This design comes from an exercise in tuning for small area on the open sky130 flow, not from production work.
In this exercise RTL edits were held to simulation tests only and were not proved equivalent to the original.
Power and IR drop assume default switching activity.

==> flow/design.v (excerpt) <==
module hk_filter_chain (
    input  wire        clk,
    input  wire        rst,           
    input  wire        run,           
    input  wire        sync,          
    input  wire [1:0]  cfg_order,     
    input  wire [2:0]  cfg_dec,       
    input  wire [9:0]  cfg_avg_m,     
    input  wire        cfg_lin_en,
    input  wire        mod_bit,
    input  wire        lin_we,
    input  wire [5:0]  lin_addr,
    input  wire [31:0] lin_wdata,
    output wire        word_valid,
    output wire [2:0]  word_seq,
    output wire        word_settling,
    output wire [23:0] word_code,
    output wire [31:0] word_val
);
Settings: LEC_CHECK=0, CAP_MARGIN=20, CORE_MARGIN=2, CORE_UTILIZATION=60, CTS_BUF_LIST=sky130_fd_sc_hd__clkbuf_8, CTS_CLUSTER_DIAMETER=50, CTS_CLUSTER_SIZE=16, SLEW_MARGIN=20; clock period 18.0 ns.
run.sh (not shown) runs the stock make flow with config.mk's settings and CLKGATE_MAP_FILE= SYNTH_SCRIPT=/design/flow/synth_recipe.tcl, a recipe that flattens the netlist after the stock synthesis.
Next try:
- CTS_CLUSTER_DIAMETER: 50 -> 80
- CTS_CLUSTER_SIZE: 16 -> 14
Result: Critical path depth does not change; final area falls by 0.94%; clock skew hardly moves; wire length hardly moves; synthesized cell count is unchanged; core utilization falls by 0.61 points; non-clock buffer count is unchanged; via count falls by 0.44%; synthesized area stays the same; cell count falls by 0.69%.
Next try:
- CTS_BUF_LIST: sky130_fd_sc_hd__clkbuf_8 -> sky130_fd_sc_hd__clkbuf_16
- CTS_CLUSTER_DIAMETER: 80 -> 120
- CTS_CLUSTER_SIZE: 14 -> 24
- GPL_TIMING_DRIVEN: default -> 0
=> Clock-buffer cell count is lower by 60; total power went up by a few percent; worst hold slack improved by 0.0071 ns; fmax decreases slightly; sequential share of layout area went down by 0.90 points; global-route usage grows by 0.34 points.
Next try:
- GPL_TIMING_DRIVEN: 0 -> default
- The changed run passed the timing, DRC and antenna checks
- setup slack improved by 0.17 ns
- fmax came out higher by 0.96%
- final area came out lower by 1.7%
- non-clock buffer count came out lower by 360
- clock-buffer cell count came out higher by 3
- utilization came out lower by 1.1 points
- die area does not change
- total power came out lower by 2.2%
- sequential share of layout area came out higher by 0.88 points
- via count came out lower by 2.5%
- sequential power hardly moves

---

Another version of the RTL of hk_filter_chain (not shown whole).
For scale: roughly 1,700 flip-flops, ~120 I/O pins, about 66,000 um^2 of cells after synthesis.
==> flow/config.mk <==
export PLATFORM = sky130hd
export DESIGN_NAME = hk_filter_chain
export DESIGN_NICKNAME = hk_filter_chain
export VERILOG_FILES = /design/flow/design.v
export SDC_FILE = /design/flow/constraint.sdc
export NUM_CORES = 4
export LEC_CHECK = 0
export CAP_MARGIN = 0
export CORE_MARGIN = 2
export CORE_UTILIZATION = 40
export CTS_BUF_LIST = sky130_fd_sc_hd__clkbuf_16
export CTS_CLUSTER_DIAMETER = 120
export CTS_CLUSTER_SIZE = 24
export SLEW_MARGIN = 0
==> flow/constraint.sdc <==
create_clock -name core_clock -period 18.0 [get_ports {clk}]
set_input_delay 3.6000 -clock core_clock [delete_from_list [all_inputs] [get_ports {clk}]]
set_output_delay 3.6000 -clock core_clock [all_outputs]
set_load 0.01 [all_outputs]
Rerun with:
Settings changed: CAP_MARGIN 0 to 20, CORE_UTILIZATION 40 to 75, SLEW_MARGIN 0 to 20.
The changed run produced a clean layout; synthesized cell count stays the same; global-route usage goes up by 18 points; critical path depth drops by 3; routed wire length goes down by 5.2%; design area went down by 2.0%.

---

hk_filter_chain again, from the RTL that the note above started with.
clock: 18.0 ns
lec_check: 0
cap_margin: 20
core_margin: 2
core_utilization: 40
cts_buf_list: sky130_fd_sc_hd__clkbuf_16
cts_cluster_diameter: 120
cts_cluster_size: 24
slew_margin: 20
Change:
CORE_UTILIZATION = 60   (was 40)
Effect: Total power decreases slightly; setup slack is better by 0.079 ns; synthesized area does not change; die area decreases by a quarter to a third; synthesized cell count stays the same; flip-flop and latch count is unchanged; cell count decreases by roughly a tenth; first-iteration DRC count hardly moves; fmax increases slightly.

---

## run A
Another version of the RTL of hk_filter_chain (not shown whole).
Size in the first run: roughly 120 I/O pins, about 71,000 µm² of cells after synthesis.
clock: 18.0 ns
lec_check: 0
abc_area: 1
cap_margin: 5
core_margin: 2
core_utilization: 40
slew_margin: 5
The following lists how run B was set up differently from run A:
- a change of SLEW_MARGIN from 5 to 20
- a deleted ABC_AREA that had been 1
- an added CTS_CLUSTER_SIZE of 30
- an added CTS_BUF_LIST of sky130_fd_sc_hd__clkbuf_16
- a change of CAP_MARGIN from 5 to 20
- an added CTS_CLUSTER_DIAMETER of 80
Results
- The critical path depth in run B was lower than what run A gave.
- Looking at clock-buffer cell count across run B and run A, the one that comes out lower is run B.
- Between run B and run A, die area is lower for run B, run A comes in above that.
- Worst-path cell with the longest stage delay: sky130_fd_sc_hd__fa_1 -> run A, sky130_fd_sc_hd__a32o_4 -> run B
- Against run A, routed length on met3 in run B fell by more than 10%.

-- port drivers added, routing unchanged --
No port has a modelled driver above. Below, the same layouts with a new extraction and two added sets of constraints. Step 1: set_driving_cell puts a clkbuf_16 on clk and a buf_2 on each other input, an assumption about the parent block. Step 2 also shifts input and output timing later by t, the mid clock arrival at the registers, as if the neighbouring blocks saw the same clock. Three values: ideal, step 1, step 2; two values: the first two.
run	t (ns)	slack for setup (ns)	hold WS [ns]	worst setup path after step 2
the first run of note 1	0.941	0.720 / 0.720 / 0.720	0.318 / 0.318 / 0.318	register to register
the second run of note 1	0.933	0.705 / 0.705 / 0.705	0.316 / 0.316 / 0.316	register to register
the third run of note 1	0.774	0.576 / 0.576 / 0.576	0.323 / 0.323 / 0.323	register to register
the fourth run of note 1	0.756	0.742 / 0.742 / 0.742	0.321 / 0.321 / 0.321	register to register
the first run of note 2	0.804	0.817 / 0.817 / 0.817	0.289 / 0.289 / 0.289	register to register
the second run of note 2	0.754	0.726 / 0.726 / 0.726	0.315 / 0.315 / 0.315	register to register
the first run of note 3	0.802	0.787 / 0.787 / 0.787	0.320 / 0.320 / 0.320	register to register
the second run of note 3	0.780	0.866 / 0.866 / 0.866	0.324 / 0.324 / 0.324	register to register
run A	0.878	1.005 / 1.005 / 1.005	0.295 / 0.295 / 0.295	register to register
run B	0.808	0.705 / 0.705 / 0.705	0.324 / 0.324 / 0.324	register to register
After both steps every run listed still meets setup and hold.
